Context: an optimization exercise on an open-source flow, tuned for small area and a short achievable clock period. The choices shown serve that exercise and are no tape-out recipe. Where RTL was checked, it was by simulation tests only, not by an equivalence proof against the original. For run 1, only the layout was checked, not whether the RTL still works. Power and IR drop assume default switching activity.

===== design/flow/design.v =====
module lane_symbol_path (
    input  wire        clk,
    input  wire        rst,            
    input  wire        rx_valid,       
    input  wire [19:0] rx_bits,
    input  wire        cdr_lock,       
    input  wire        comma_align,    
    input  wire        bitslip,        
    input  wire        decode_check,   
    output reg         tx_valid,       
    output reg  [19:0] tx_bits,        
    output reg  [1:0]  code_err,       
    output reg  [1:0]  disp_err,       
    output reg         sym_lock,       
    output reg  [3:0]  word_phase      
);
    function [3:0] group_info(input [9:0] c);
        reg a, b, cc, d, e, i, f, g, h, j;
        reg s1, c1, s2, c2, s3, c3, s4, c4, s5, c5;
        reg w2, w3, w4, bal4;
        reg k28n, k28p, kx7n, kx7p;
        reg xm, xp, ym, yp, bm, bp, pm, am, pp, ap;
        reg vn, vp, hi, n5;
        reg [2:0] tw;
        begin
            {j, h, g, f, i, e, d, cc, b, a} = c;
            {c1, s1} = {1'b0, a} + {1'b0, b} + {1'b0, cc};
            {c2, s2} = {1'b0, d} + {1'b0, e} + {1'b0, i};
            {c3, s3} = {1'b0, f} + {1'b0, g} + {1'b0, h};
            w3 = (s1 ^ s2) & (c1 ^ c2);
            w4 = (s1 & s2 & (c1 ^ c2)) | (!s1 & !s2 & c1 & c2);
            w2 = (s1 & s2 & !c1 & !c2) | (!s1 & !s2 & (c1 ^ c2));
            k28n = !a & !b & cc & d & e & i;
            k28p = a & b & !cc & !d & !e & !i;
            kx7n = (e & !i & ((a & b & cc & !d) | (a & b & !cc & d) | (a & !b & cc & d) | (!a & b & cc & d))) | k28n;
            kx7p = (!e & i & ((!a & !b & !cc & d) | (!a & !b & cc & !d) | (!a & b & !cc & !d) | (a & !b & !cc & !d))) | k28p;
            xm = w3 & !(!a & !b & !cc);           
            yp = w3 & !(a & b & cc);              
            xp = w4 & !(a & b & cc & d);          
            ym = w2 & !(!a & !b & !cc & !d);      
            bal4 = ((f ^ g) & (h ^ j)) | ((f ~^ g) & (h ~^ j) & (f ^ h));
            bm = (bal4 & !(!f & !g)) | (f & !g & h & j) | (f & g & !h & j);
            bp = (bal4 & !(f & g)) | (!f & g & !h & !j) | (!f & !g & h & !j);
            pm = f & g & h & !j;
            am = !f & g & h & j;
            pp = !f & !g & !h & j;
            ap = f & !g & !h & !j;
            vn = (xm & (bm | (pm & !(e & i)) | (am & e & i))) |
                 (xp & (bp | (pp & !k28n) | (ap & kx7n)));
            vp = (yp & (bp | (pp & (e | i)) | (ap & !e & !i))) |
                 (ym & (bm | (pm & !k28p) | (am & kx7p)));
            {c4, s4} = {1'b0, s1} + {1'b0, s2} + {1'b0, s3};
            {c5, s5} = {1'b0, s4} + {1'b0, j};
            tw = {2'b0, c1} + {2'b0, c2} + {2'b0, c3} + {2'b0, c4} + {2'b0, c5};
            hi = (tw >= 3'd3);
            n5 = (tw == 3'd2) & s5;
            group_info = {hi, !n5, vp, vn};
        end
    endfunction
    reg [19:0] prev_word;
    reg        have_prev;
    reg        ph_half;        
    reg [2:0]  ph_idx;
    reg        have_bnd;       
    reg        good_cnt;       
    reg        oph_half;       
    reg [2:0]  oph_idx;
    reg [1:0]  oth_cnt;        
    reg [19:0] grp_q;          
    reg        dc_q;           
    reg        b_rx_rd;        
    reg        b_rx_known;
    reg        b_out_rd;
    reg        kill;           
    wire        take   = rx_valid && have_prev;
    wire [25:0] window = {rx_bits[5:0], prev_word};
    reg  [24:0] dif;
    reg  [19:0] cf;
    integer     s;
    always @(*) begin
        for (s = 0; s < 25; s = s + 1)
            dif[s] = window[s] ^ window[s+1];
        for (s = 0; s < 20; s = s + 1)
            cf[s] = !dif[s] && dif[s+1] && !(|dif[s+2 +: 4]);
    end
    reg  [3:0]  pres, eq_ph0, eq_oph0;
    reg  [2:0]  qi [0:3];      
    reg         e02, e13;      
    reg  [4:0]  blk;
    integer     b;
    always @(*) begin
        for (b = 0; b < 4; b = b + 1) begin
            blk        = cf[b*5 +: 5];
            pres[b]    = |blk;
            qi[b]      = {blk[4], blk[3] | blk[2], blk[3] | blk[1]};
            eq_ph0[b]  = (ph_half == b[0]) && (ph_idx == qi[b]);
            eq_oph0[b] = (oph_half == b[0]) && (oph_idx == qi[b]);
        end
        e02 = |(cf[4:0] & cf[14:10]);
        e13 = |(cf[9:5] & cf[19:15]);
    end
    reg        c_bnd, c_lk, c_gd;
    reg [1:0]  c_oc;
    reg [4:0]  c_phs, c_ophs;    
    reg        eqp, eqo, s_set, s_on, s_mov, s_oth, s_cnt, s_unl, s_new, s_jmp;
    always @(*) begin
        c_bnd  = have_bnd;
        c_lk   = sym_lock;
        c_gd   = good_cnt;
        c_oc   = oth_cnt;
        c_phs  = 5'b00001;
        c_ophs = 5'b00001;
        for (b = 0; b < 4; b = b + 1) begin
            eqp = (c_phs[0] & eq_ph0[b]) |
                  (b == 2 ? c_phs[1] & e02 : 1'b0) | (b == 3 ? c_phs[2] & e13 : 1'b0);
            eqo = (c_ophs[0] & eq_oph0[b]) |
                  (b == 2 ? c_ophs[1] & e02 : 1'b0) | (b == 3 ? c_ophs[2] & e13 : 1'b0);
            s_set = pres[b] & !c_bnd;                       
            s_on  = pres[b] & c_bnd & eqp;                  
            s_mov = pres[b] & c_bnd & !eqp & !c_lk;         
            s_oth = pres[b] & c_bnd & !eqp & c_lk;          
            s_cnt = s_oth & (c_oc != 2'd0) & eqo;           
            s_unl = s_cnt & (c_oc == 2'd3);                 
            s_new = s_oth & !((c_oc != 2'd0) & eqo);        
            s_jmp = s_set | s_mov | s_unl;
            c_lk  = (c_lk & !s_unl) | (s_on & c_gd);
            c_gd  = !s_jmp & (c_gd | s_on);
            c_oc  = s_on ? 2'd0 : s_new ? 2'd1 : s_cnt ? {c_oc[1] ^ c_oc[0], !c_oc[0]} : c_oc;
            c_bnd = c_bnd | pres[b];
            c_phs  = s_jmp ? (5'b00010 << b) : c_phs;
            c_ophs = s_new ? (5'b00010 << b) : c_ophs;
        end
    end
    reg        c_half, c_ohalf;
    reg [2:0]  c_idx, c_oidx;
    always @(*) begin
        c_half  = (c_phs[0] & ph_half) | c_phs[2] | c_phs[4];
        c_ohalf = (c_ophs[0] & oph_half) | c_ophs[2] | c_ophs[4];
        c_idx   = {3{c_phs[0]}} & ph_idx;
        c_oidx  = {3{c_ophs[0]}} & oph_idx;
        for (b = 0; b < 4; b = b + 1) begin
            c_idx  = c_idx  | ({3{c_phs[b+1]}} & qi[b]);
            c_oidx = c_oidx | ({3{c_ophs[b+1]}} & qi[b]);
        end
    end
    wire       run_chain = comma_align && cdr_lock && take;
    reg        n_lock, n_have_bnd, n_good, n_half, n_ohalf;
    reg [2:0]  n_idx, n_oidx;
    reg [1:0]  n_oth_cnt;
    always @(*) begin
        if (run_chain) begin
            n_have_bnd = c_bnd;
            n_lock     = c_lk;
            n_good     = c_gd;
            n_half     = c_half;
            n_idx      = c_idx;
            n_ohalf    = c_ohalf;
            n_oidx     = c_oidx;
            n_oth_cnt  = c_oc;
        end else begin
            n_have_bnd = have_bnd && comma_align && cdr_lock;
            n_lock     = sym_lock && comma_align && cdr_lock;
            n_good     = good_cnt;
            n_ohalf    = oph_half;
            n_oidx     = oph_idx;
            n_oth_cnt  = oth_cnt;
            n_half     = ph_half;
            n_idx      = ph_idx;
            if (!comma_align && bitslip) begin
                if (ph_idx == 3'd4) begin
                    n_half = !ph_half;
                    n_idx  = 3'd0;
                end else
                    n_idx  = ph_idx + 3'd1;
            end
        end
    end
    wire [38:0] win_full = {rx_bits[18:0], prev_word};
    wire [23:0] sh5      = n_half ? win_full[28:5] : win_full[23:0];
    reg  [19:0] groups;
    integer     m;
    always @(*)
        for (m = 0; m < 20; m = m + 1)
            case (n_idx)
                3'd0:    groups[m] = sh5[m];
                3'd1:    groups[m] = sh5[m+1];
                3'd2:    groups[m] = sh5[m+2];
                3'd3:    groups[m] = sh5[m+3];
                default: groups[m] = sh5[m+4];
            endcase
    reg [9:0]  grp;
    reg        vn, vp, unb, hi, inr, fwd;
    reg        a_rx_rd, a_rx_known, a_out_rd;
    integer    k;
    always @(*) begin
        a_rx_rd    = b_rx_rd;
        a_rx_known = b_rx_known && dc_q;
        a_out_rd   = b_out_rd;
        tx_bits    = 20'd0;
        code_err   = 2'b00;
        disp_err   = 2'b00;
        for (k = 0; k < 2; k = k + 1) begin
            grp = grp_q[k*10 +: 10];
            {hi, unb, vp, vn} = group_info(grp);
            inr = a_rx_rd ? vp : vn;
            fwd = !dc_q || (a_rx_known && inr && (a_rx_rd == a_out_rd));
            if (dc_q) begin
                if (!(vn || vp)) begin
                    code_err[k] = 1'b1;
                    a_rx_known  = 1'b0;
                end else if (a_rx_known) begin
                    disp_err[k] = !inr;
                    a_rx_rd     = a_rx_rd ^ !inr ^ unb;
                end else if (!(vn && vp)) begin
                    a_rx_rd     = vp ^ unb;
                    a_rx_known  = 1'b1;
                end
            end
            tx_bits[k*10 +: 10] = fwd ? grp : (a_out_rd ? 10'b1110100001 : 10'b0001011110);
            if (fwd && unb)
                a_out_rd = hi;
        end
    end
    always @(*)
        word_phase = ph_half ? {1'b0, ph_idx} + 4'd5 : {1'b0, ph_idx};
    always @(posedge clk)
        if (rx_valid)
            prev_word <= rx_bits;
    always @(posedge clk) begin
        if (rst) begin
            have_prev   <= 1'b0;
            sym_lock    <= 1'b0;
            have_bnd    <= 1'b0;
            ph_half     <= 1'b0;
            ph_idx      <= 3'd0;
            good_cnt    <= 1'b0;
            oph_half    <= 1'b0;
            oph_idx     <= 3'd0;
            oth_cnt     <= 2'd0;
            tx_valid    <= 1'b0;
            grp_q       <= 20'd0;
            dc_q        <= 1'b0;
            b_rx_rd     <= 1'b0;
            b_rx_known  <= 1'b0;
            b_out_rd    <= 1'b0;
            kill        <= 1'b0;
        end else begin
            sym_lock   <= n_lock;
            have_bnd   <= n_have_bnd;
            ph_half    <= n_half;
            ph_idx     <= n_idx;
            good_cnt   <= n_good;
            oph_half   <= n_ohalf;
            oph_idx    <= n_oidx;
            oth_cnt    <= n_oth_cnt;
            tx_valid   <= take;
            if (rx_valid)
                have_prev <= 1'b1;
            if (take) begin
                grp_q      <= groups;
                dc_q       <= decode_check;
                b_rx_rd    <= a_rx_rd;
                b_rx_known <= a_rx_known && !kill;
                b_out_rd   <= a_out_rd;
                kill       <= 1'b0;
            end else if (!decode_check) begin
                kill       <= 1'b1;
            end
        end
    end
endmodule

===== design/flow/run.sh =====
#!/bin/bash
# synth_recipe.tcl (not shown) runs the flow's synth.tcl, then flattens the netlist and writes it again
# the make line also repeats each setting of config.mk as NAME=value (left out here)
make -C /OpenROAD-flow-scripts/flow DESIGN_CONFIG=/design/flow/config.mk WORK_HOME=/design/flow/orfs CLKGATE_MAP_FILE= SYNTH_SCRIPT=/design/flow/synth_recipe.tcl finish

===== design/flow/config.mk =====
export PLATFORM = sky130hd
export DESIGN_NAME = lane_symbol_path
export DESIGN_NICKNAME = lane_symbol_path
export VERILOG_FILES = /design/flow/design.v
export SDC_FILE = /design/flow/constraint.sdc
export NUM_CORES = 4
export LEC_CHECK = 0
export ABC_AREA = 1
export CAP_MARGIN = 20
export CORE_MARGIN = 2
export CORE_UTILIZATION = 40
export SLEW_MARGIN = 20

===== design/flow/constraint.sdc =====
create_clock -name core_clock -period 34.0 [get_ports {clk}]
set_input_delay 6.8000 -clock core_clock [delete_from_list [all_inputs] [get_ports {clk}]]
set_output_delay 6.8000 -clock core_clock [all_outputs]
set_load 0.01 [all_outputs]

==> flow_metrics.env, run 1 <==
export IMPL_status="timing/DRC/antenna clean"
export IMPL_vias_per_cell=5.33
export IMPL_r2r_slack_ns=27.09
export IMPL_htreeDepth=3
export IMPL_numCtsBuffers=9
export IMPL_period_share=0.364
export IMPL_hp_class="flop to flop"
export IMPL_insertion_delay_ns=0.35
export IMPL_r2r_start="prev_word[6]$_DFFE_PP_"
export IMPL_fp_dieW_um=138
export IMPL_endpoint_kind="primary output"
export IMPL_tns_ns=0
export IMPL_max_freq_ghz=0.0809
export IMPL_syn_nets=1209
export IMPL_vdd_drop_max_mv=0.0249
export IMPL_maxCapViolations=0
export IMPL_rr_endpoint="grp_q[1]$_SDFFE_PP0P_"
export IMPL_grt_pass1_wl_um=33900
export IMPL_synth_top_area_share=0.137
export IMPL_cts_setup_buffers=0
export IMPL_ys_types=56
export IMPL_clk_pin_slew_ns=0.05
export IMPL_ys_ff_latch=60
export IMPL_slew_violations=0
export IMPL_rsz0062_at_grt="false"
export IMPL_synth_area_leaders="nand2_1, dfxtp_1, nand3_1, edfxtp_1, inv_1"
export IMPL_place_congestion=0.966
export IMPL_grt_pass1_vias=6836
export IMPL_n_fill_cell=1869
export IMPL_use_met1=0.288
export IMPL_die_y_um=138
export IMPL_stdcell_count=1407
export IMPL_cts_buffer_depth=2
export IMPL_grt_start_max_net_pins=49
export IMPL_cp_top_family="adder cells"
export IMPL_hp_start="kill$_SDFFE_PP0N_"
export IMPL_diodes=0
export IMPL_yosysTopAreaCell="nand2_1"
export IMPL_dp_cells=1391
export IMPL_seq_area_frac_synth=0.194
export IMPL_setup_viol=0
export IMPL_hold_end="kill$_SDFFE_PP0N_"
export IMPL_final_util=0.459
export IMPL_hold_viol=0
export IMPL_syn_avg_cell_area_um2=6.33
export IMPL_r2r_cells=42
export IMPL_async_flop_share=0
export IMPL_max_slew_margin_rel=0.413
export IMPL_fin_skew_ns=0.00834
export IMPL_track_usage=0.214
export IMPL_place_area_um2=7890
export IMPL_path_class="flop to primary output"
export IMPL_drive_above_1_share=0.0789
export IMPL_syn_area_um2=7210
export IMPL_cpPeakStageDelay_ns=0.53
export IMPL_numClockSinks=60
export IMPL_dieArea_um2=19100
export IMPL_wirelength_um=20200
export IMPL_portBuffers=56
export IMPL_grt_busiest_layer="met2"
export IMPL_drt_iter0_markers=603
export IMPL_synth_main_ff_cell="dfxtp_1"
export IMPL_dr_pass1_iters=5
export IMPL_drc_errors=0
export IMPL_cts_tree="done"
export IMPL_fin_area_um2=8180
export IMPL_hold_buffers=0
export IMPL_antenna_found_initial=0
export IMPL_num_vias=7503
export IMPL_synth_edff_count=20
export IMPL_post_cts_resize_count=0
export IMPL_yosys_warnings=2
export IMPL_crit_fanout=10
export IMPL_tightest_slew_ns=0.878
export IMPL_root_buffer="clkbuf_16"
export IMPL_start_util=0.404
export IMPL_route_antenna_remaining_nets=0
export IMPL_cp_data_arrival_time_ns=5.57
export IMPL_min_path_cells=2
export IMPL_p_leak_nw=3.94
export IMPL_required_ns=27.20
export IMPL_grtUsageMet3=0.0305
export IMPL_synth_cells=1139
export IMPL_io_pins=57
export IMPL_fp_coreArea_um2=17800
export IMPL_wire_per_inst_um=14.3
export IMPL_grt_use_met2=0.353
export IMPL_rows=49
export IMPL_multi_input_area_um2=5050
export IMPL_start_kind="flop"
export IMPL_seqCellArea_um2=1400
export IMPL_num_nets_final=1243
export IMPL_crit_buf_inv=2
export IMPL_powerDensity_nw_per_um2=33.6
export IMPL_hpwl_um=15600
export IMPL_grt_ovfl_total=0
export IMPL_crit_slowest_cell="dfxtp_1"
export IMPL_timing_final_crit_period_ns=12.37
export IMPL_crit_chain="fa_1 -> fa_1 -> fa_1 -> fa_1 -> ha_1 -> nand4_1 -> inv_1 -> o21ai_0 -> nor2_1 -> o221ai_1 -> o21ai_0 -> o21ai_0 -> nor2_1 -> o21ai_0 -> nand2_1 -> nor2_1 -> nor2_1 -> clkdlybuf4s50_1"
export IMPL_synthToLayoutAreaGrowth_pct=13.5
==> flip-flops by register name, summed over array words and instances (netlist names), 2 cells and up <==
name / flops
grp_q: 20
prev_word: 20
oth_cnt: 2
oph_idx: 3
ph_idx: 3
==> area by class of cell <==
class,count,area share
multi-input combinational,897,0.618
sequential,60,0.171
timing repair buffer,63,0.0749
inverter,142,0.0651
tap,229,0.0350
clock buffer,12,0.0301
clock inverter,4,0.00596
==> per-stage QoR <==
step           hold slack (ns)  setup slack (ns)  total power, mW
6_report                 0.458             21.63            0.275
5_1_grt                  0.489             21.09            0.294
4_1_cts                  0.462             21.61            0.276
3_5_place_dp             0.453             21.99            0.182
3_3_place_gp             0.445             22.05            0.182
2_1_floorplan            0.435             23.09            0.156
==> cells in the final DEF (no fill, tap or decap), types with 18 or more instances in the layout <==
cell type | netlist | layout
nor2_1 | 120 | 120
o21bai_1 | 20 | 20
ha_1 | 31 | 31
edfxtp_1 | 20 | 20
o21ai_0 | 63 | 63
dfxtp_1 | 40 | 40
a21oi_1 | 35 | 35
clkdlybuf4s50_1 | 0 | 56
xor2_1 | 22 | 22
nand4_1 | 24 | 24
inv_1 | 124 | 124
nand3_1 | 145 | 145
o21ai_1 | 19 | 18
nand2_1 | 263 | 263
==> tightest hold or removal path: cells and delay by family, from the launching register on <==
| kind | cells | cell delay (ns) |
|---|---|---|
| flops | 1 | 0.29 |
| buf+inv | 1 | 0.06 |
| compound gates | 1 | 0.06 |
==> cell usage after synthesis (4+ instances only) <==
cell / n
o211ai_1: 9
xor2_1: 22
nor2_2: 9
nand3_4: 4
nand3_1: 145
edfxtp_1: 20
o221ai_1: 4
fa_1: 12
xnor2_1: 8
o21ai_2: 4
o21bai_1: 20
a211oi_1: 8
nand3_2: 5
buf_2: 20
nand4_1: 24
o2111ai_1: 5
nand2_1: 263
o21ai_1: 19
buf_6: 5
ha_1: 31
inv_2: 17
nor2_1: 120
nor3_1: 14
nor4_1: 5
nand2_2: 15
inv_1: 124
o21ai_0: 63
clkbuf_1: 12
o22ai_1: 8
a21oi_1: 35
dfxtp_1: 40
nor2_4: 9
==> power by group <==
group / internal, mW / switching [mW] / total [mW]
Combinational: 0.0336 / 0.0606 / 0.0942
Sequential: 0.0788 / 0.00782 / 0.0867
Clock: 0.0585 / 0.0352 / 0.0936
==> how the worst max path moves through the flow <==
stage,startpoint,endpoint,slack [ns],depth (start not counted)
after floorplan,grp_q[0]$_SDFFE_PP0P_,tx_bits[12],23.09,18
after global placement,grp_q[8]$_SDFFE_PP0P_,tx_bits[11],22.05,18
after detailed placement,grp_q[8]$_SDFFE_PP0P_,tx_bits[11],21.99,18
after CTS,grp_q[8]$_SDFFE_PP0P_,tx_bits[11],21.61,18
after global routing,grp_q[8]$_SDFFE_PP0P_,tx_bits[11],21.09,18
final,grp_q[8]$_SDFFE_PP0P_,tx_bits[11],21.63,18
==> cells by family after synthesis <==
kind of cell	after synthesis	share of synthesized area
XOR/XNOR	30	0.0365
AO/OA/AOI/OAI	200	0.172
adder cells (fa/ha/maj)	43	0.0871
buffers and inverters	182	0.105
flip-flops	60	0.194
AND/OR/NAND/NOR	624	0.405
==> per-layer routing <==
| layer | wire length, um | share of wire |
|---|---|---|
| met1 | 9350 | 0.46 |
| met2 | 9430 | 0.47 |
| met4 | 406 | 0.020 |
| met3 | 974 | 0.048 |
| met5 | 0 | 0 |
==> run 2, diff against run 1 <==
--- a/design/flow/design.v
+++ b/design/flow/design.v
@@ -83,96 +83,81 @@
         for (s = 0; s < 20; s = s + 1)
             cf[s] = !dif[s] && dif[s+1] && !(|dif[s+2 +: 4]);
     end
-    reg  [3:0]  pres, eq_ph0, eq_oph0;
+    reg  [3:0]  pres, eqp, eqo;
     reg  [2:0]  qi [0:3];      
-    reg         e02, e13;      
     reg  [4:0]  blk;
     integer     b;
     always @(*) begin
         for (b = 0; b < 4; b = b + 1) begin
-            blk        = cf[b*5 +: 5];
-            pres[b]    = |blk;
-            qi[b]      = {blk[4], blk[3] | blk[2], blk[3] | blk[1]};
-            eq_ph0[b]  = (ph_half == b[0]) && (ph_idx == qi[b]);
-            eq_oph0[b] = (oph_half == b[0]) && (oph_idx == qi[b]);
-        end
-        e02 = |(cf[4:0] & cf[14:10]);
-        e13 = |(cf[9:5] & cf[19:15]);
-    end
-    reg        c_bnd, c_lk, c_gd;
-    reg [1:0]  c_oc;
-    reg [4:0]  c_phs, c_ophs;    
-    reg        eqp, eqo, s_set, s_on, s_mov, s_oth, s_cnt, s_unl, s_new, s_jmp;
-    always @(*) begin
-        c_bnd  = have_bnd;
-        c_lk   = sym_lock;
-        c_gd   = good_cnt;
-        c_oc   = oth_cnt;
-        c_phs  = 5'b00001;
-        c_ophs = 5'b00001;
-        for (b = 0; b < 4; b = b + 1) begin
-            eqp = (c_phs[0] & eq_ph0[b]) |
-                  (b == 2 ? c_phs[1] & e02 : 1'b0) | (b == 3 ? c_phs[2] & e13 : 1'b0);
-            eqo = (c_ophs[0] & eq_oph0[b]) |
-                  (b == 2 ? c_ophs[1] & e02 : 1'b0) | (b == 3 ? c_ophs[2] & e13 : 1'b0);
-            s_set = pres[b] & !c_bnd;                       
-            s_on  = pres[b] & c_bnd & eqp;                  
-            s_mov = pres[b] & c_bnd & !eqp & !c_lk;         
-            s_oth = pres[b] & c_bnd & !eqp & c_lk;          
-            s_cnt = s_oth & (c_oc != 2'd0) & eqo;           
-            s_unl = s_cnt & (c_oc == 2'd3);                 
-            s_new = s_oth & !((c_oc != 2'd0) & eqo);        
-            s_jmp = s_set | s_mov | s_unl;
-            c_lk  = (c_lk & !s_unl) | (s_on & c_gd);
-            c_gd  = !s_jmp & (c_gd | s_on);
-            c_oc  = s_on ? 2'd0 : s_new ? 2'd1 : s_cnt ? {c_oc[1] ^ c_oc[0], !c_oc[0]} : c_oc;
-            c_bnd = c_bnd | pres[b];
-            c_phs  = s_jmp ? (5'b00010 << b) : c_phs;
-            c_ophs = s_new ? (5'b00010 << b) : c_ophs;
-        end
-    end
-    reg        c_half, c_ohalf;
-    reg [2:0]  c_idx, c_oidx;
-    always @(*) begin
-        c_half  = (c_phs[0] & ph_half) | c_phs[2] | c_phs[4];
-        c_ohalf = (c_ophs[0] & oph_half) | c_ophs[2] | c_ophs[4];
-        c_idx   = {3{c_phs[0]}} & ph_idx;
-        c_oidx  = {3{c_ophs[0]}} & oph_idx;
-        for (b = 0; b < 4; b = b + 1) begin
-            c_idx  = c_idx  | ({3{c_phs[b+1]}} & qi[b]);
-            c_oidx = c_oidx | ({3{c_ophs[b+1]}} & qi[b]);
-        end
-    end
-    wire       run_chain = comma_align && cdr_lock && take;
+            blk     = cf[b*5 +: 5];
+            pres[b] = |blk;
+            qi[b]   = {blk[4], blk[3] | blk[2], blk[3] | blk[1]};
+            eqp[b]  = (ph_half == b[0]) && (ph_idx == qi[b]);     
+            eqo[b]  = (oph_half == b[0]) && (oph_idx == qi[b]);   
+        end
+    end
+    wire [3:0] fst = {pres[3] & ~|pres[2:0], pres[2] & ~|pres[1:0], pres[1] & !pres[0], pres[0]};
+    wire [3:0] lst = {pres[3], pres[2] & !pres[3], pres[1] & ~|pres[3:2], pres[0] & ~|pres[3:1]};
+    wire       any_c = |pres;
+    wire       one_c = |(fst & lst);
+    wire       e02   = |(cf[4:0] & cf[14:10]);
+    wire       e13   = |(cf[9:5] & cf[19:15]);
+    wire       sm2   = pres[0] & !pres[1] & pres[2] & e02;    
+    wire       sm3   = pres[1] & !pres[2] & pres[3] & e13;    
+    wire       same_fs   = sm2 | (!pres[0] & sm3);            
+    wire       same_last = (sm2 & !pres[3]) | sm3;            
+    wire       two_same  = (sm2 & !pres[3]) | (!pres[0] & sm3);
+    wire       eqp_f = |(fst & eqp);
+    wire       eqo_f = |(fst & eqo);
+    wire       eqp_l = |(lst & eqp);
+    wire       unlocked_ok = have_bnd & !sym_lock;
+    wire       oth_run = sym_lock & eqo_f & (oth_cnt != 2'd0);   
+    wire       unl   = oth_run & ((oth_cnt == 2'd3) | ((oth_cnt == 2'd2) & same_fs));
+    wire       unl2  = oth_run & (oth_cnt == 2'd2) & same_fs;
+    wire       c_lk  = (unlocked_ok & eqp_f & (good_cnt | same_fs)) | (sym_lock & !unl);
+    wire       c_gd  = one_c ? (unlocked_ok & eqp_f) : (same_last & !unl2);
+    wire       l_half = lst[1] | lst[3];
+    wire [2:0] l_idx  = ({3{lst[0]}} & qi[0]) | ({3{lst[1]}} & qi[1]) |
+                        ({3{lst[2]}} & qi[2]) | ({3{lst[3]}} & qi[3]);
+    reg  [1:0] c_oc;
+    always @(*) begin
+        if (eqp_l)
+            c_oc = 2'd0;
+        else if (same_last)
+            c_oc = (two_same & oth_run) ? 2'd3 : 2'd2;
+        else
+            c_oc = (one_c & oth_run) ? oth_cnt + 2'd1 : 2'd1;
+    end
+    wire       run_chain = comma_align && cdr_lock && take && any_c;
     reg        n_lock, n_have_bnd, n_good, n_half, n_ohalf;
     reg [2:0]  n_idx, n_oidx;
     reg [1:0]  n_oth_cnt;
     always @(*) begin
+        n_have_bnd = have_bnd && comma_align && cdr_lock;
+        n_lock     = sym_lock && comma_align && cdr_lock;
+        n_good     = good_cnt;
+        n_ohalf    = oph_half;
+        n_oidx     = oph_idx;
+        n_oth_cnt  = oth_cnt;
+        n_half     = ph_half;
+        n_idx      = ph_idx;
         if (run_chain) begin
-            n_have_bnd = c_bnd;
+            n_have_bnd = 1'b1;
             n_lock     = c_lk;
             n_good     = c_gd;
-            n_half     = c_half;
-            n_idx      = c_idx;
-            n_ohalf    = c_ohalf;
-            n_oidx     = c_oidx;
+            n_ohalf    = l_half;
+            n_oidx     = l_idx;
             n_oth_cnt  = c_oc;
-        end else begin
-            n_have_bnd = have_bnd && comma_align && cdr_lock;
-            n_lock     = sym_lock && comma_align && cdr_lock;
-            n_good     = good_cnt;
-            n_ohalf    = oph_half;
-            n_oidx     = oph_idx;
-            n_oth_cnt  = oth_cnt;
-            n_half     = ph_half;
-            n_idx      = ph_idx;
-            if (!comma_align && bitslip) begin
-                if (ph_idx == 3'd4) begin
-                    n_half = !ph_half;
-                    n_idx  = 3'd0;
-                end else
-                    n_idx  = ph_idx + 3'd1;
+            if (!c_lk) begin
+                n_half = l_half;
+                n_idx  = l_idx;
             end
+        end else if (!comma_align && bitslip) begin
+            if (ph_idx == 3'd4) begin
+                n_half = !ph_half;
+                n_idx  = 3'd0;
+            end else
+                n_idx  = ph_idx + 3'd1;
         end
     end
     wire [38:0] win_full = {rx_bits[18:0], prev_word};
--- a/design/flow/config.mk
+++ b/design/flow/config.mk
@@ -5,7 +5,6 @@
 export SDC_FILE = /design/flow/constraint.sdc
 export NUM_CORES = 4
 export LEC_CHECK = 0
-export ABC_AREA = 1
 export CAP_MARGIN = 20
 export CORE_MARGIN = 2
 export CORE_UTILIZATION = 40
==> flow_metrics.env, run 2 <==
export IMPL_power_total_mw=0.260
export IMPL_root_buffer="clkbuf_16"
export IMPL_n_fill_cell=1654
export IMPL_start_kind="flop"
export IMPL_r2r_slack_ns=28.55
export IMPL_hold_buffers=0
export IMPL_fin_ws_ns=21.37
export IMPL_rows=47
export IMPL_dp_slack_ns=21.77
export IMPL_powerDensity_nw_per_um2=34.3
export IMPL_slew_violations=0
export IMPL_synthXorXnorAreaFrac=0.0379
export IMPL_layout_commonest_cell="a21oi_1"
export IMPL_diodes=0
export IMPL_antenna_found_initial=0
export IMPL_max_slew_margin_rel=0.300
export IMPL_syn_avg_cell_area_um2=8.15
export IMPL_fin_skew_ns=0.00747
export IMPL_tightest_slew_ns=1.05
export IMPL_drt_iter0_markers=481
export IMPL_r2r_cells=13
export IMPL_track_usage=0.209
export IMPL_ys_types=95
export IMPL_clk_pin_slew_ns=0.05
export IMPL_numCtsBuffers=9
export IMPL_syn_area_um2=6700
export IMPL_rsz0062_at_grt="false"
export IMPL_dieArea_um2=17800
export IMPL_syn_nets=888
export IMPL_place_congestion=0.887
export IMPL_reg_top3="grp_q x20, prev_word x20"
export IMPL_synth_main_ff_cell="dfxtp_1"
export IMPL_hold_viol=0
export IMPL_die_y_um=133
export IMPL_status="timing/DRC/antenna clean"
export IMPL_fp_coreArea_um2=16500
export IMPL_post_cts_resize_count=0
export IMPL_cts_buffer_depth=2
export IMPL_drc_errors=0
export IMPL_cts_setup_buffers=0
export IMPL_vdd_drop_max_mv=0.0265
export IMPL_grt_start_max_net_pins=31
export IMPL_hpwl_um=13600
export IMPL_portBuffers=56
export IMPL_synth_common_cells="a21oi_1, nor2_1, nand2_1"
export IMPL_yosysMostFrequentCell="a21oi_1"
export IMPL_start_util=0.407
export IMPL_yosys_area_share_simple=0.225
export IMPL_hold_end="b_rx_known$_SDFFE_PP0P_"
export IMPL_timing_final_crit_period_ns=12.63
export IMPL_r2r_start="prev_word[16]$_DFFE_PP_"
export IMPL_final_cell_mix="a21oi_1, nor2_1, clkdlybuf4s50_1"
export IMPL_grt_pass1_vias=5768
export IMPL_synth_cells=822
export IMPL_p_leak_nw=2.83
export IMPL_grt_ovfl_total=0
export IMPL_cpMostUsedCell="fa_1"
export IMPL_dr_pass1_iters=6
export IMPL_cp_data_arrival_time_ns=5.83
export IMPL_synth_top_family_by_area="compound AO/OA/AOI/OAI gates"
export IMPL_required_ns=27.20
export IMPL_hp_start="kill$_SDFFE_PP0N_"
export IMPL_synth_area_leaders="dfxtp_1, edfxtp_1, ha_1, a21oi_1, mux2_2"
export IMPL_fp_dieW_um=133
export IMPL_insertion_delay_ns=0.34
export IMPL_synth_compound_area_frac=0.302
export IMPL_min_path_cells=1
export IMPL_synth_top_area_share=0.120
export IMPL_crit_fanout=10
export IMPL_wire_per_inst_um=17.7
export IMPL_htreeDepth=3
export IMPL_endpoint_kind="primary output"
export IMPL_numClockSinks=60
export IMPL_period_share=0.371
export IMPL_wirelength_um=18700
export IMPL_async_flop_share=0
export IMPL_synthMuxAreaShare=0.0639
export IMPL_drive_above_1_share=0.0901
export IMPL_yosys_warnings=2
export IMPL_num_vias=6395
export IMPL_rr_endpoint="grp_q[15]$_SDFFE_PP0P_"
export IMPL_path_class="flop to primary output"
export IMPL_num_nets_final=893
export IMPL_cts_tree="done"
export IMPL_vias_per_cell=6.08
export IMPL_crit_slowest_cell="a221oi_1"
export IMPL_setup_viol=0
export IMPL_yosysTopAreaCell="dfxtp_1"
export IMPL_synthAdderAreaFrac=0.0863
export IMPL_cpPeakStageDelay_ns=0.58
export IMPL_hp_class="flop to flop"
export IMPL_synthToLayoutAreaGrowth_pct=13.3
export IMPL_seq_area_frac_synth=0.209
export IMPL_grt_pass1_wl_um=30400
export IMPL_crit_chain="inv_1 -> fa_1 -> fa_1 -> fa_1 -> inv_1 -> fa_1 -> ha_1 -> nor4bb_1 -> a31oi_1 -> a221oi_1 -> o2111ai_1 -> and3_1 -> a21oi_1 -> clkdlybuf4s50_1"
export IMPL_synth_edff_count=20
export IMPL_tns_ns=0
export IMPL_ys_ff_latch=60
export IMPL_maxCapViolations=0
export IMPL_route_antenna_remaining_nets=0
export IMPL_max_freq_ghz=0.0792
export IMPL_io_pins=57
[run 2: cell types whose count changed after synthesis, sizes merged, moves of 17 or more]
cell and change:
o21ai -49, o21bai -18, nand4 -20, nand2 -229, nor2 -81, inv -96
clkbuf +21, nand3 -139, o22ai +17, mux2 +25, a21oi +29
[run 2: stage by stage]
| step | cells | hold slack [ns] | util | instance area [um^2] |
|---|---|---|---|---|
| floorplan | 822 | 0.422 | - | 6700 |
| global placement | 1036 | 0.453 | 0.440 | 7250 |
| detailed placement | 1036 | 0.452 | 0.440 | 7250 |
| CTS | 1052 | 0.470 | 0.461 | 7590 |
| global route | 1052 | 0.514 | 0.461 | 7590 |
| finish | 1052 | 0.463 | 0.461 | 7590 |
[run 2: area by class of cell]
type | count | area, um^2 | share of cell area
Multi-Input combinational cell | 649 | 4800 | 0.632
Clock buffer | 9 | 225 | 0.0297
Tap cell | 220 | 275 | 0.0363
Inverter | 45 | 169 | 0.0223
Timing Repair Buffer | 62 | 606 | 0.0798
Sequential cell | 60 | 1400 | 0.185
Clock inverter | 7 | 115 | 0.0152
[run 2: power by group]
part | internal (mW) | switching [mW] | total [mW] | leakage, nW
Combinational | 0.0294 | 0.0351 | 0.0645 | 2.15
Sequential | 0.0783 | 0.0113 | 0.0895 | 0.520
Clock | 0.0713 | 0.0349 | 0.106 | 0.163
Total | 0.179 | 0.0813 | 0.260 | 2.83
[run 2: how the worst max path moves through the flow]
stage | to | slack, ns | start
after floorplan | tx_bits[10] | 22.49 | grp_q[1]$_SDFFE_PP0P_
after global placement | tx_bits[13] | 21.84 | grp_q[1]$_SDFFE_PP0P_
after detailed placement | tx_bits[12] | 21.77 | grp_q[1]$_SDFFE_PP0P_
after CTS | tx_bits[12] | 21.38 | grp_q[1]$_SDFFE_PP0P_
after global routing | tx_bits[12] | 20.91 | grp_q[1]$_SDFFE_PP0P_
final | tx_bits[13] | 21.37 | grp_q[1]$_SDFFE_PP0P_
[run 2: cells by family (layout without fill, tap and decap cells)]
| logic type | Yosys count | in the layout |
|---|---|---|
| flops | 60 | 60 |
| simple gates | 266 | 266 |
| fa+ha+maj | 39 | 39 |
| xor+xnor | 29 | 29 |
| compound gates | 277 | 277 |
| mux | 38 | 38 |
| buf+inv | 113 | 123 |
[run 2: per-layer routing]
metal  part of all wire  wire length [um]  track usage  vias up
met2               0.44              8170        0.318      182
li1                   -                 -            -     3135
met1               0.50              9360        0.311     3058
met3              0.047               868       0.0251       20
met4              0.014               255       0.0603        0
met5                  0                 0            0        -
[run 2: critical path: cells and delay by family, from the launching register on]
| family | cells | cell delay [ns] |
|---|---|---|
| AND/OR/NAND/NOR | 2 | 0.89 |
| adder cells (fa/ha/maj) | 5 | 2.28 |
| buffers and inverters | 3 | 0.74 |
| flip-flops | 1 | 0.52 |
| AO/OA/AOI/OAI | 4 | 1.06 |
==> run 3, diff against run 2 <==
--- a/design/flow/config.mk
+++ b/design/flow/config.mk
@@ -5,6 +5,7 @@
 export SDC_FILE = /design/flow/constraint.sdc
 export NUM_CORES = 4
 export LEC_CHECK = 0
+export ABC_AREA = 1
 export CAP_MARGIN = 20
 export CORE_MARGIN = 2
 export CORE_UTILIZATION = 40
==> flow_metrics.env, run 3 <==
export IMPL_cts_setup_buffers=0
export IMPL_setup_viol=0
export IMPL_period_share=0.355
export IMPL_hp_class="flop to flop"
export IMPL_die_y_um=139
export IMPL_final_cell_mix="nand2_1, nor2_1, inv_1"
export IMPL_numCtsBuffers=9
export IMPL_ys_ff_latch=60
export IMPL_rsz0062_at_grt="false"
export IMPL_maxCapViolations=0
export IMPL_status="timing/DRC/antenna clean"
export IMPL_vias_per_cell=5.08
export IMPL_grt_use_met2=0.364
export IMPL_place_congestion=0.943
export IMPL_slew_violations=0
export IMPL_num_nets_final=1377
export IMPL_powerDensity_nw_per_um2=33.0
export IMPL_insertion_delay_ns=0.35
export IMPL_p_leak_nw=4.27
export IMPL_fp_dieW_um=139
export IMPL_required_ns=27.20
export IMPL_diodes=0
export IMPL_cp_data_arrival_time_ns=5.26
export IMPL_synth_cells=1273
export IMPL_htreeDepth=3
export IMPL_syn_avg_cell_area_um2=5.76
export IMPL_wirelength_um=21500
export IMPL_synthToLayoutAreaGrowth_pct=13.3
export IMPL_root_buffer="clkbuf_16"
export IMPL_max_slew_margin_rel=0.510
export IMPL_grtUsageMet3=0.0234
export IMPL_hold_buffers=0
export IMPL_synth_top_area_share=0.248
export IMPL_fin_area_um2=8310
export IMPL_antenna_found_initial=0
export IMPL_track_usage=0.221
export IMPL_crit_slowest_cell="clkdlybuf4s50_1"
export IMPL_rows=49
export IMPL_numClockSinks=60
export IMPL_clk_pin_slew_ns=0.05
export IMPL_synth_area_leaders="nand2_1, dfxtp_1, edfxtp_1, nand3_1, nor2_1"
export IMPL_post_cts_resize_count=0
export IMPL_grt_pass1_vias=7135
export IMPL_grt_pass1_wl_um=35400
export IMPL_seq_area_frac_synth=0.191
export IMPL_yosysTopAreaCell="nand2_1"
export IMPL_crit_buf_inv=4
export IMPL_max_freq_ghz=0.0829
export IMPL_crit_fanout=13
export IMPL_synth_edff_count=20
export IMPL_place_area_um2=8050
export IMPL_timing_final_crit_period_ns=12.06
export IMPL_fin_skew_ns=0.00960
export IMPL_portBuffers=56
export IMPL_async_flop_share=0
export IMPL_cp_top_family="adder cells"
export IMPL_reg_top3="grp_q x20, prev_word x20"
export IMPL_cpMostUsedCell="nand2_1"
export IMPL_num_vias=7841
export IMPL_vdd_drop_max_mv=0.0249
export IMPL_ys_types=48
export IMPL_layout_commonest_cell="nand2_1"
export IMPL_tightest_slew_ns=0.732
export IMPL_synth_main_ff_cell="dfxtp_1"
export IMPL_grt_busiest_layer="met2"
export IMPL_yosysMostFrequentCell="nand2_1"
export IMPL_cpPeakStageDelay_ns=0.55
export IMPL_path_class="flop to primary output"
export IMPL_endpoint_kind="primary output"
export IMPL_wire_per_inst_um=13.9
export IMPL_tns_ns=0
export IMPL_cts_buffer_depth=2
export IMPL_grt_ovfl_total=0
export IMPL_crit_chain="inv_1 -> fa_1 -> fa_1 -> fa_1 -> inv_1 -> fa_1 -> ha_1 -> and3_1 -> o21ai_0 -> inv_1 -> a21oi_1 -> nand2_1 -> nand2_1 -> nand2_1 -> nand2_1 -> nand2_1 -> nand2_1 -> nor2_1 -> a21oi_1 -> clkdlybuf4s50_1"
export IMPL_synth_common_cells="nand2_1, nor2_1, inv_1"
export IMPL_hpwl_um=17100
export IMPL_start_kind="flop"
export IMPL_use_met1=0.304
export IMPL_hold_viol=0
export IMPL_syn_nets=1339
export IMPL_io_pins=57
export IMPL_route_antenna_remaining_nets=0
export IMPL_yosys_warnings=2
export IMPL_dieArea_um2=19400
export IMPL_grt_start_max_net_pins=44
export IMPL_dr_pass1_iters=5
export IMPL_drc_errors=0
export IMPL_fp_coreArea_um2=18000
export IMPL_syn_area_um2=7340
export IMPL_cts_tree="done"
export IMPL_drt_iter0_markers=615
export IMPL_drive_above_1_share=0.0813
export IMPL_start_util=0.408
run 3: changes by cell type after synthesis, moves of 22 or more:
cell	delta
inv_1	+88
mux2_2	-22
nand2_1	+434
nand3_1	+91
nor2_1	+81
nor3_1	-23
o21ai_0	+23
o22ai_1	-22
run 3: final cells by class:
cell class | instances | area [um^2]
clock inverter | 6 | 31.3
inverter | 156 | 586
timing repair buffer | 59 | 583
multi-input combinational | 1025 | 5190
tap | 229 | 287
sequential | 60 | 1400
clock buffer | 10 | 229
fill | 1972 | 9650
run 3: power by group:
group / leakage (nW) / internal (mW) / switching [mW]
Sequential: 0.521 / 0.0789 / 0.00825
Combinational: 3.63 / 0.0372 / 0.0673
Clock: 0.128 / 0.0485 / 0.0338
run 3: per-layer routing:
layer | part of all wire | routed length [um]
met1 | 0.49 | 10400
met3 | 0.037 | 798
met2 | 0.45 | 9750
met5 | 0 | 0
met4 | 0.022 | 476
run 3: kinds of logic after synthesis:
family                   Yosys count  share of synthesized area
XOR/XNOR                          22                     0.0273
flip-flops                        60                      0.191
buffers and inverters            188                      0.101
adder cells (fa/ha/maj)           39                     0.0788
AO/OA/AOI/OAI                    145                      0.112
AND/OR/NAND/NOR                  819                      0.489
run 3: stage by stage:
step	power [mW]	hold WS [ns]	cells	util	setup slack, ns
floorplan	0.162	0.433	1273	-	23.16
detailed placement	0.192	0.457	1529	0.448	22.32
finish	0.274	0.463	1545	0.463	21.94
global route	0.294	0.491	1545	0.463	21.50
CTS	0.275	0.464	1545	0.463	21.95
global placement	0.192	0.451	1529	0.448	22.41
run 3: path summary, 6_finish.rpt:
check                                to                  start  cells after the start  slack [ns]
hold reg to reg       kill$_SDFFE_PP0N_      kill$_SDFFE_PP0N_                      2        0.46
setup reg to reg  b_out_rd$_SDFFE_PP0P_  grp_q[2]$_SDFFE_PP0P_                     20       29.48
setup / recovery            tx_bits[13]  grp_q[2]$_SDFFE_PP0P_                     20       21.94
hold / removal        kill$_SDFFE_PP0N_      kill$_SDFFE_PP0N_                      2        0.46
run 3: tightest hold or removal path: stages, from the launching register on:
cell     delay [ns]
dfxtp_1        0.29
inv_1          0.06
a21oi_1        0.06
==> run 4, diff against run 3 <==
==> design/flow/flow/run.sh (new file) <==
#!/bin/bash
# Layout flow: the standard ORFS flow (standard.sh, all steps), with
#  - an area-oriented ABC mapping script for the synthesis's logic mapping
#    (the registers are mapped as in the standard synthesis, before ABC),
#  - plain buffers (buf_2) instead of delay buffers on the ports,
#  - an extra setup margin for the flow's repair_timing calls, so that the
#    repair works on the paths that set the achieved period.
# The clock period and constraints are the standard flow's (constraint.sdc, config.mk).
set -euo pipefail
W=$(pwd)
rm -rf "$W/scripts_local"
cp -r "$FLOW_HOME/scripts" "$W/scripts_local"
cp "$W/flow/abc_area_map.script" "$W/scripts_local/abc_speed.script"
export SCRIPTS_DIR="$W/scripts_local"
export BUFFER_PORTS_ARGS="-buffer_cell sky130_fd_sc_hd__buf_2"
if [[ -f "$W/flow/setup_margin" ]]; then
  export SETUP_SLACK_MARGIN=$(cat "$W/flow/setup_margin")
fi
bash standard.sh > "$W/orfs_flow.log" 2>&1
==> design/flow/flow/abc_area_map.script (new file) <==
strash
dc2
dch -f
amap
topo
buffer -c
upsize -c
dnsize -c
==> design/flow/standard.sh (new file) <==
#!/bin/bash
# synth_recipe.tcl (not shown) runs the flow's synth.tcl, then flattens the netlist and writes it again
# the make line also repeats each setting of config.mk as NAME=value (left out here)
make -C /OpenROAD-flow-scripts/flow DESIGN_CONFIG=/design/flow/config.mk WORK_HOME=/design/flow/orfs CLKGATE_MAP_FILE= SYNTH_SCRIPT=/design/flow/synth_recipe.tcl "${@:-finish}"
--- a/design/flow/config.mk
+++ b/design/flow/config.mk
@@ -5,7 +5,6 @@
 export SDC_FILE = /design/flow/constraint.sdc
 export NUM_CORES = 4
 export LEC_CHECK = 0
-export ABC_AREA = 1
 export CAP_MARGIN = 20
 export CORE_MARGIN = 2
 export CORE_UTILIZATION = 40
removed: design/flow/run.sh
==> flow_metrics.env, run 4 <==
export IMPL_numCtsBuffers=9
export IMPL_final_util=0.452
export IMPL_route_antenna_remaining_nets=0
export IMPL_vdd_drop_max_mv=0.0384
export IMPL_maxCapViolations=0
export IMPL_slew_violations=0
export IMPL_seq_area_frac_synth=0.239
export IMPL_crit_chain="inv_1 -> fa_1 -> fa_1 -> fa_1 -> inv_1 -> fa_1 -> ha_1 -> nand2b_1 -> nor2_1 -> o21ai_0 -> o221ai_1 -> nand2_1 -> o22ai_1 -> nor2_1 -> o41ai_1 -> inv_1 -> nand2_1 -> o21ai_0 -> buf_2"
export IMPL_endpoint_kind="primary output"
export IMPL_dp_cells=999
export IMPL_fin_ws_ns=21.56
export IMPL_vias_per_cell=5.85
export IMPL_post_cts_resize_count=0
export IMPL_grt_pass1_wl_um=26600
export IMPL_numClockSinks=60
export IMPL_path_class="flop to primary output"
export IMPL_p_leak_nw=2.67
export IMPL_cpMostUsedCell="fa_1"
export IMPL_clk_pin_slew_ns=0.06
export IMPL_fp_coreArea_um2=14400
export IMPL_cp_top_family="adder cells"
export IMPL_cts_buffer_depth=2
export IMPL_status="timing/DRC/antenna clean"
export IMPL_syn_nets=850
export IMPL_wirelength_um=16500
export IMPL_grt_start_max_net_pins=39
export IMPL_stdcell_count=1015
export IMPL_insertion_delay_ns=0.35
export IMPL_num_nets_final=892
export IMPL_cts_tree="done"
export IMPL_drive_above_1_share=0.166
export IMPL_start_util=0.406
export IMPL_portBuffers=56
export IMPL_tightest_slew_ns=0.878
export IMPL_yosysTopAreaCell="dfxtp_1"
export IMPL_ys_ff_latch=60
export IMPL_async_flop_share=0
export IMPL_yosys_warnings=2
export IMPL_drc_errors=0
export IMPL_track_usage=0.205
export IMPL_fin_skew_ns=0.0109
export IMPL_dieArea_um2=15600
export IMPL_synth_common_cells="inv_1, o22ai_1, nor2_1"
export IMPL_syn_avg_cell_area_um2=7.47
export IMPL_powerDensity_nw_per_um2=37.0
export IMPL_ys_types=66
export IMPL_hpwl_um=12800
export IMPL_syn_area_um2=5860
export IMPL_start_kind="flop"
export IMPL_synthToLayoutAreaGrowth_pct=11.4
export IMPL_place_congestion=0.966
export IMPL_die_y_um=125
export IMPL_rsz0062_at_grt="false"
export IMPL_synth_top_area_share=0.137
export IMPL_hold_viol=0
export IMPL_synth_edff_count=20
export IMPL_max_freq_ghz=0.0804
export IMPL_io_pins=57
export IMPL_antenna_found_initial=0
export IMPL_fp_dieW_um=125
export IMPL_timing_final_crit_period_ns=12.44
export IMPL_cp_data_arrival_time_ns=5.64
export IMPL_layout_commonest_cell="inv_1"
export IMPL_cts_setup_buffers=0
export IMPL_crit_slowest_cell="fa_1"
export IMPL_crit_fanout=13
export IMPL_setup_viol=0
export IMPL_rows=44
export IMPL_drt_iter0_markers=496
export IMPL_tns_ns=0
export IMPL_root_buffer="clkbuf_16"
export IMPL_grt_ovfl_total=0
export IMPL_power_total_mw=0.241
export IMPL_wire_per_inst_um=16.2
export IMPL_htreeDepth=3
export IMPL_final_cell_mix="inv_1, o22ai_1, nor2_1"
export IMPL_crit_buf_inv=4
export IMPL_synth_area_leaders="dfxtp_1, o22ai_1, edfxtp_1, inv_1, ha_1"
export IMPL_diodes=0
export IMPL_n_fill_cell=1478
export IMPL_required_ns=27.20
export IMPL_period_share=0.366
export IMPL_num_vias=5933
export IMPL_max_slew_margin_rel=0.413
export IMPL_hp_class="flop to flop"
export IMPL_grt_pass1_vias=5340
export IMPL_synth_main_ff_cell="dfxtp_1"
export IMPL_hold_buffers=0
export IMPL_dp_slack_ns=21.88
export IMPL_dr_pass1_iters=7
export IMPL_yosysMostFrequentCell="inv_1"
export IMPL_reg_top3="grp_q x20, prev_word x20"
export IMPL_synth_cells=784
export IMPL_cpPeakStageDelay_ns=0.54
[run 4: cell count changes after synthesis, sizes merged, moves of 15 or more]
| cell | delta |
|---|---|
| nor2 | -75 |
| o21ai | -24 |
| o22ai | +117 |
| a21oi | -24 |
| nand2 | -432 |
| nor3 | +28 |
| inv | -32 |
| xor2 | -15 |
| nor4 | +23 |
| nand3 | -109 |
[run 4: cell families after synthesis]
kind of cell | Yosys count | synth area share
AO/OA/AOI/OAI | 268 | 0.329
adder cells (fa/ha/maj) | 39 | 0.0987
AND/OR/NAND/NOR | 265 | 0.229
buffers and inverters | 152 | 0.104
flip-flops | 60 | 0.239
[run 4: worst paths after layout]
path / start / endpoint / slack (ns) / depth (start not counted)
setup / recovery: grp_q[2]$_SDFFE_PP0P_ / tx_bits[10] / 21.56 / 19
hold / removal: kill$_SDFFE_PP0N_ / kill$_SDFFE_PP0N_ / 0.47 / 2
setup reg to reg: grp_q[2]$_SDFFE_PP0P_ / b_out_rd$_SDFFE_PP0P_ / 28.25 / 18
hold reg to reg: kill$_SDFFE_PP0N_ / kill$_SDFFE_PP0N_ / 0.47 / 2
[run 4: per-layer routing]
| metal | vias to the layer above | wire, um | GRT usage |
|---|---|---|---|
| li1 | 2965 | - | - |
| met1 | 2736 | 7680 | 0.283 |
| met2 | 202 | 7510 | 0.325 |
| met3 | 30 | 947 | 0.0364 |
| met4 | 0 | 349 | 0.0693 |
| met5 | - | 0 | 0 |
[run 4: final cells by class]
| cell class | count | area [um^2] | share of cell area |
|---|---|---|---|
| Sequential cell | 60 | 1400 | 0.215 |
| Clock inverter | 6 | 41.3 | 0.00633 |
| Inverter | 124 | 468 | 0.0717 |
| Clock buffer | 10 | 229 | 0.0351 |
| Tap cell | 184 | 230 | 0.0353 |
| Multi-Input combinational cell | 572 | 3850 | 0.590 |
| Timing Repair Buffer | 59 | 303 | 0.0464 |
[run 4: power breakdown]
| group | switching [mW] | total [mW] | leakage, nW | internal (mW) |
|---|---|---|---|---|
| Combinational | 0.0459 | 0.0725 | 2.03 | 0.0266 |
| Sequential | 0.00636 | 0.0850 | 0.521 | 0.0787 |
| Clock | 0.0346 | 0.0838 | 0.125 | 0.0492 |
| Total | 0.0869 | 0.241 | 2.67 | 0.154 |
[run 4: worst min-delay path: cells and delay by family, from the launching register on]
family | cells | cell delay [ns]
flip-flops | 1 | 0.32
AND/OR/NAND/NOR | 2 | 0.11
[run 4: per-stage QoR]
| stage | area, um^2 | hold slack [ns] |
|---|---|---|
| 3_3_place_gp | 6260 | 0.447 |
| 5_1_grt | 6530 | 0.498 |
| 4_1_cts | 6530 | 0.473 |
| 2_1_floorplan | 5860 | 0.433 |
| 6_report | 6530 | 0.468 |
| 3_5_place_dp | 6260 | 0.454 |
==> run 5, diff against run 4 <==
==> design/flow/flow/abc_area_map.script (replaced) <==
strash
dc2
dch -f
amap
topo
buffer -c
dnsize -c
==> flow_metrics.env, run 5 <==
export IMPL_r2r_slack_ns=27.18
export IMPL_layout_commonest_cell="inv_1"
export IMPL_rows=42
export IMPL_period_share=0.372
export IMPL_cp_top_family="compound AO/OA/AOI/OAI gates"
export IMPL_diodes=0
export IMPL_numClockSinks=60
export IMPL_final_util=0.467
export IMPL_synth_main_ff_cell="dfxtp_1"
export IMPL_worst_path_stages=24
export IMPL_drc_errors=0
export IMPL_grt_ovfl_total=0
export IMPL_hold_viol=0
export IMPL_timing_final_crit_period_ns=12.65
export IMPL_post_cts_resize_count=0
export IMPL_dp_cells=994
export IMPL_hp_class="flop to flop"
export IMPL_htreeDepth=3
export IMPL_dr_pass1_iters=8
export IMPL_drive_above_1_share=0.110
export IMPL_async_flop_share=0
export IMPL_cp_endpoint="grp_q[0]$_SDFFE_PP0P_"
export IMPL_rr_endpoint="grp_q[0]$_SDFFE_PP0P_"
export IMPL_synth_area_leaders="dfxtp_1, o22ai_1, edfxtp_1, inv_1, ha_1"
export IMPL_p_clk_frac=0.358
export IMPL_crit_buf_inv=6
export IMPL_synth_top_area_share=0.146
export IMPL_r2r_cells=25
export IMPL_yosys_warnings=2
export IMPL_syn_avg_cell_area_um2=7.02
export IMPL_hold_buffers=0
export IMPL_clk_pin_slew_ns=0.06
export IMPL_hold_ws_ns=0.476
export IMPL_crit_slowest_cell="a2111oi_0"
export IMPL_status="timing/DRC/antenna clean"
export IMPL_grt_pass1_wl_um=27700
export IMPL_required_ns=34.25
export IMPL_cts_setup_buffers=0
export IMPL_wirelength_um=17500
export IMPL_vias_per_cell=6.18
export IMPL_syn_area_um2=5500
export IMPL_endpoint_kind="flop"
export IMPL_drt_iter0_markers=739
export IMPL_io_pins=57
export IMPL_antenna_found_initial=0
export IMPL_cpMostUsedCell="nor2_1"
export IMPL_place_congestion=0.952
export IMPL_power_frac_seq=0.353
export IMPL_powerDensity_nw_per_um2=38.5
export IMPL_fin_skew_ns=0.00644
export IMPL_place_area_um2=5950
export IMPL_setup_viol=0
export IMPL_tightest_slew_ns=1.02
export IMPL_path_class="input port to flop"
export IMPL_tns_ns=0
export IMPL_max_freq_ghz=0.0790
export IMPL_die_y_um=121
export IMPL_yosysTopAreaCell="dfxtp_1"
export IMPL_cpPeakStageDelay_ns=0.81
export IMPL_synth_common_cells="inv_1, o22ai_1, nor2_1"
export IMPL_cts_tree="done"
export IMPL_synth_cells=784
export IMPL_p_leak_nw=2.64
export IMPL_ys_ff_latch=60
export IMPL_crit_fanout=38
export IMPL_num_vias=6238
export IMPL_slew_violations=0
export IMPL_root_buffer="clkbuf_16"
export IMPL_power_total_mw=0.240
export IMPL_synth_edff_count=20
export IMPL_portBuffers=56
export IMPL_p_comb_frac=0.290
export IMPL_hpwl_um=13700
export IMPL_grt_start_max_net_pins=39
export IMPL_stdcell_count=1010
export IMPL_vdd_drop_max_mv=0.0294
export IMPL_ys_types=47
export IMPL_reg_top3="grp_q x20, prev_word x20"
export IMPL_max_slew_margin_rel=0.302
export IMPL_maxCapViolations=0
export IMPL_wire_per_inst_um=17.3
export IMPL_cp_data_arrival_time_ns=12.90
export IMPL_dieArea_um2=14700
export IMPL_start_util=0.412
export IMPL_fp_dieW_um=121
export IMPL_fin_ws_ns=21.35
export IMPL_yosysMostFrequentCell="inv_1"
export IMPL_syn_nets=850
export IMPL_route_antenna_remaining_nets=0
export IMPL_cts_buffer_depth=2
export IMPL_synthToLayoutAreaGrowth_pct=13.4
export IMPL_grt_pass1_vias=5700
export IMPL_crit_chain="buf_2 -> nor2_1 -> a21oi_1 -> or2_2 -> a2111oi_0 -> nor2_1 -> inv_1 -> nor4_1 -> buf_4 -> nor2_1 -> a31oi_1 -> nor4b_1 -> o211ai_1 -> a31oi_1 -> inv_1 -> a22oi_1 -> o22ai_2 -> buf_4 -> inv_1 -> nand3_1 -> o22ai_1 -> nor2_1 -> a221o_1 -> o21ai_0"
export IMPL_seq_area_frac_synth=0.255
export IMPL_power_switching_share=0.347
export IMPL_fp_coreArea_um2=13300
export IMPL_r2r_start="prev_word[7]$_DFFE_PP_"
export IMPL_fin_area_um2=6240
export IMPL_rsz0062_at_grt="false"
export IMPL_worstSetupStartpoint="rx_bits[1]"
export IMPL_start_kind="input port"
export IMPL_insertion_delay_ns=0.34
export IMPL_num_nets_final=895
export IMPL_switching_power_mw=0.0833
export IMPL_internal_power_mw=0.157
export IMPL_numCtsBuffers=9
export IMPL_track_usage=0.236
export IMPL_dp_slack_ns=21.10
export IMPL_final_cell_mix="inv_1, o22ai_1, nor2_1"
-- run 5: cell count changes after synthesis, moves of 5 or more --
cell      delta
nor4_2       -5
o22ai_2     -19
clkbuf_1     +9
inv_2       -10
inv_1       +12
buf_2        -7
nor2_1       +5
o22ai_1     +19
nor4_4       -5
nor4_1      +10
-- run 5: cells by family after synthesis --
logic type,Yosys count,share of synthesized area
AO/OA/AOI/OAI,268,0.320
adder cells (fa/ha/maj),39,0.105
buffers and inverters,152,0.104
flip-flops,60,0.255
AND/OR/NAND/NOR,265,0.216
-- run 5: tightest hold or removal path, delay by kind of cell (launching register included) --
kind          cells  cell delay, ns
flops             1            0.32
simple gates      2            0.12
-- run 5: power groups by stage --
stage / Clock (mW) / Combinational [mW] / Sequential [mW]
6_report: 0.0860 / 0.0696 / 0.0847
5_1_grt: 0.0907 / 0.0776 / 0.0851
4_1_cts: 0.0879 / 0.0686 / 0.0844
3_5_place_dp: 0 / 0.0680 / 0.0859
3_3_place_gp: 0 / 0.0667 / 0.0860
2_1_floorplan: 0 / 0.0501 / 0.0837
-- run 5: layout make-up --
cell class	count	area (um^2)
clock buffers	12	256
clock inverters	4	25.0
fillers	1350	7110
inverters	124	465
multi-input cells	572	3540
flip-flops and latches	60	1400
well taps	176	220
repair buffers	62	325
-- run 5: how the worst min path moves through the flow --
stage / from / endpoint / slack [ns] / cells after the start
after floorplan: have_bnd$_SDFF_PP0_ / have_bnd$_SDFF_PP0_ / 0.43 / 1
after global placement: have_prev$_SDFFE_PP0P_ / have_prev$_SDFFE_PP0P_ / 0.45 / 2
after detailed placement: kill$_SDFFE_PP0N_ / kill$_SDFFE_PP0N_ / 0.47 / 2
after CTS: kill$_SDFFE_PP0N_ / kill$_SDFFE_PP0N_ / 0.48 / 2
after global routing: have_bnd$_SDFF_PP0_ / have_bnd$_SDFF_PP0_ / 0.49 / 1
final: have_prev$_SDFFE_PP0P_ / have_prev$_SDFFE_PP0P_ / 0.48 / 2
-- run 5: per-layer routing --
metal / vias to the layer above / GRT usage / routed length (um)
li1: 2976 / - / -
met1: 2902 / 0.303 / 7320
met2: 312 / 0.401 / 8550
met3: 48 / 0.0315 / 1220
met4: 0 / 0.0941 / 410
met5: - / 0 / 0
==> run 6, diff against run 5 <==
==> design/flow/flow/abc_area_map.script (replaced) <==
strash
dc2
dch -f
amap
topo
buffer -c
upsize -c
dnsize -c
==> design/flow/flow/setup_margin (new file) <==
23
--- a/design/flow/config.mk
+++ b/design/flow/config.mk
@@ -7,5 +7,5 @@
 export LEC_CHECK = 0
 export CAP_MARGIN = 20
 export CORE_MARGIN = 2
-export CORE_UTILIZATION = 40
+export CORE_UTILIZATION = 60
 export SLEW_MARGIN = 20
==> flow_metrics.env, run 6 <==
export IMPL_dp_cells=948
export IMPL_hp_class="flop to flop"
export IMPL_syn_area_um2=5860
export IMPL_endpoint_kind="primary output"
export IMPL_start_kind="flop"
export IMPL_max_slew_margin_rel=0.445
export IMPL_power_total_mw=0.250
export IMPL_root_buffer="clkbuf_8"
export IMPL_synth_area_leaders="dfxtp_1, o22ai_1, edfxtp_1, inv_1, ha_1"
export IMPL_cts_tree="done"
export IMPL_synth_main_ff_cell="dfxtp_1"
export IMPL_rows=36
export IMPL_fp_dieW_um=103
export IMPL_seqCellArea_um2=1420
export IMPL_route_antenna_remaining_nets=0
export IMPL_place_congestion=0.976
export IMPL_n_fill_cell=615
export IMPL_antenna_found_initial=0
export IMPL_cp_data_arrival_time_ns=5.10
export IMPL_async_flop_share=0
export IMPL_syn_avg_cell_area_um2=7.47
export IMPL_grt_pass1_wl_um=29200
export IMPL_num_vias=7025
export IMPL_seq_area_frac_synth=0.239
export IMPL_tns_ns=0
export IMPL_drc_errors=0
export IMPL_ys_types=66
export IMPL_synthToLayoutAreaGrowth_pct=30.4
export IMPL_cpPeakStageDelay_ns=0.61
export IMPL_hold_end="have_bnd$_SDFF_PP0_"
export IMPL_portBuffers=56
export IMPL_clk_pin_slew_ns=0.07
export IMPL_r2r_cells=24
export IMPL_period_share=0.350
export IMPL_die_y_um=103
export IMPL_vias_per_cell=6.92
export IMPL_yosysTopAreaCell="dfxtp_1"
export IMPL_final_cell_mix="inv_1, o22ai_1, nor2_1"
export IMPL_crit_fanout=5
export IMPL_grt_pass1_vias=6065
export IMPL_required_ns=27.20
export IMPL_synth_common_cells="inv_1, o22ai_1, nor2_1"
export IMPL_yosysMostFrequentCell="inv_1"
export IMPL_wire_per_inst_um=20.4
export IMPL_hpwl_um=13300
export IMPL_insertion_delay_ns=0.36
export IMPL_stdcell_count=1015
export IMPL_ys_ff_latch=60
export IMPL_io_pins=57
export IMPL_setup_viol=0
export IMPL_numCtsBuffers=9
export IMPL_crit_chain="fa_1 -> inv_2 -> fa_2 -> fa_1 -> inv_2 -> fa_2 -> ha_4 -> nand2b_4 -> nor2_4 -> o21ai_1 -> o221ai_1 -> nand2_1 -> o22ai_4 -> nor2_2 -> o41ai_4 -> clkinvlp_4 -> buf_6 -> buf_16 -> o21ai_4 -> buf_6"
export IMPL_layout_commonest_cell="inv_1"
export IMPL_diodes=0
export IMPL_grt_start_max_net_pins=39
export IMPL_grt_ovfl_total=0
export IMPL_r2r_slack_ns=28.41
export IMPL_track_usage=0.350
export IMPL_syn_nets=850
export IMPL_maxCapViolations=0
export IMPL_drive_above_1_share=0.303
export IMPL_final_util=0.793
export IMPL_fin_skew_ns=0.00916
export IMPL_p_leak_nw=3.04
export IMPL_slew_violations=0
export IMPL_min_path_cells=1
export IMPL_rr_endpoint="grp_q[9]$_SDFFE_PP0P_"
export IMPL_wirelength_um=20700
export IMPL_hold_viol=0
export IMPL_start_util=0.608
export IMPL_dr_pass1_iters=7
export IMPL_rsz0062_at_grt="true"
export IMPL_vdd_drop_max_mv=0.0239
export IMPL_numClockSinks=60
export IMPL_tightest_slew_ns=0.831
export IMPL_synth_cells=784
export IMPL_htreeDepth=3
export IMPL_crit_buf_inv=6
export IMPL_synth_top_area_share=0.137
export IMPL_cp_top_family="adder cells"
export IMPL_reg_top3="grp_q x20, prev_word x20"
export IMPL_r2r_start="prev_word[19]$_DFFE_PP_"
export IMPL_path_class="flop to primary output"
export IMPL_hp_start="have_bnd$_SDFF_PP0_"
export IMPL_crit_slowest_cell="fa_1"
export IMPL_powerDensity_nw_per_um2=32.8
export IMPL_drt_iter0_markers=663
export IMPL_synth_edff_count=20
export IMPL_fp_coreArea_um2=9640
export IMPL_multi_input_area_um2=4550
export IMPL_cts_buffer_depth=2
export IMPL_num_nets_final=943
export IMPL_max_freq_ghz=0.0840
export IMPL_timing_final_crit_period_ns=11.90
export IMPL_status="timing/DRC/antenna clean"
export IMPL_dieArea_um2=10600
export IMPL_yosys_warnings=2
==> run 6: cell types whose count changed after synthesis, moves of 7 or more <==
cell | previous run | this run
buf_2 | 1 | 8
clkbuf_1 | 23 | 14
inv_1 | 123 | 111
inv_2 | 0 | 10
nor4_1 | 23 | 13
o22ai_1 | 119 | 100
o22ai_2 | 0 | 19
==> run 6: cell families (layout without fill, tap and decap cells) <==
family | after synthesis | count (layout) | share of synthesized area
flops | 60 | 60 | 0.239
compound gates | 268 | 268 | 0.329
buf+inv | 152 | 246 | 0.104
fa+ha+maj | 39 | 39 | 0.0987
simple gates | 265 | 269 | 0.229
==> run 6: area by class of cell <==
class                      instances  area share
multi-input combinational        576       0.595
sequential                        60       0.185
timing repair buffer             106       0.105
inverter                         124      0.0648
tap                              133      0.0218
clock buffer                      11      0.0200
clock inverter                     5     0.00786
==> run 6: how the worst max path moves through the flow <==
stage,startpoint,end,slack [ns],cells past startpoint
floorplan,grp_q[5]$_SDFFE_PP0P_,tx_bits[10],22.98,18
global placement,rx_bits[0],grp_q[0]$_SDFFE_PP0P_,21.93,24
detailed placement,rx_bits[1],grp_q[0]$_SDFFE_PP0P_,21.90,23
CTS,grp_q[4]$_SDFFE_PP0P_,tx_bits[10],22.22,20
global route,grp_q[6]$_SDFFE_PP0P_,tx_bits[12],21.92,25
finish,grp_q[4]$_SDFFE_PP0P_,tx_bits[16],22.10,20
==> run 6: worst register-to-register path, delay by kind of cell, from the launching register on <==
| kind | cells | cell delay [ns] |
|---|---|---|
| buf+inv | 7 | 1.24 |
| flops | 1 | 0.58 |
| simple gates | 9 | 1.90 |
| compound gates | 8 | 1.75 |
==> run 6: power by group <==
group | total, mW | switching [mW] | internal, mW
logic | 0.0937 | 0.0577 | 0.0360
clock network | 0.0706 | 0.0321 | 0.0384
registers | 0.0861 | 0.00751 | 0.0786
==> run 6: repair_timing <==
action / CTS / global route
endpoints found under the setup margin: 31 / 31
pin swaps: 16 / 20
buffers inserted: 22 / 22
gates resized for setup: 62 / 59
gates cloned: 5 / 2
hold buffers: 0 / 0
==> run 6: per-stage QoR <==
stage	worst slack, ns	cell area [um^2]	hold slack [ns]
2_1_floorplan	22.98	6060	0.433
3_3_place_gp	21.93	6380	0.449
3_5_place_dp	21.90	6380	0.452
4_1_cts	22.22	7140	0.469
5_1_grt	21.92	7640	0.502
6_report	22.10	7640	0.476
==> run 6: routing by layer <==
metal / track usage / share of wire / vias to the layer above
met1: 0.423 / 0.37 / 3257
met5: 0 / 0 / -
li1: - / - / 3098
met2: 0.595 / 0.48 / 523
met4: 0.174 / 0.060 / 0
met3: 0.0712 / 0.090 / 147

[re-timing with driven ports]
Ports are ideal in the flow. The routed layouts listed here were re-timed in OpenROAD. Step 1 (the two cells are an assumption about what drives the block):
set clk [get_ports {clk}]
set_driving_cell -lib_cell sky130_fd_sc_hd__clkbuf_16 $clk
set_driving_cell -lib_cell sky130_fd_sc_hd__buf_2 [delete_from_list [all_inputs] $clk]
Step 2, shift: input delay + t, output delay - t, t = (earliest + latest rising clock arrival at the registers) / 2. This alone moves slack from input paths to output paths. a / b / c = ideal / step 1 / step 2; a / b = the first two.
| run | t, ns | setup slack, ns | worst register clock-pin slew, ns |
|---|---|---|---|
| run 1 | 0.388 | 21.632 / 21.589 / 21.975 | 0.06 / 0.06 |
| run 2 | 0.378 | 21.372 / 21.332 / 21.710 | 0.06 / 0.06 |
| run 3 | 0.385 | 21.938 / 21.895 / 22.280 | 0.06 / 0.06 |
| run 4 | 0.381 | 21.558 / 21.519 / 21.899 | 0.06 / 0.06 |
| run 5 | 0.375 | 21.347 / 21.360 / 20.985 | 0.06 / 0.06 |
| run 6 | 0.386 | 22.100 / 22.065 / 22.451 | 0.08 / 0.08 |
After both steps every run listed still meets setup and hold. The setup slack of run 5, which loses most, moves by +0.013 ns with the drivers and by -0.362 ns with both steps.
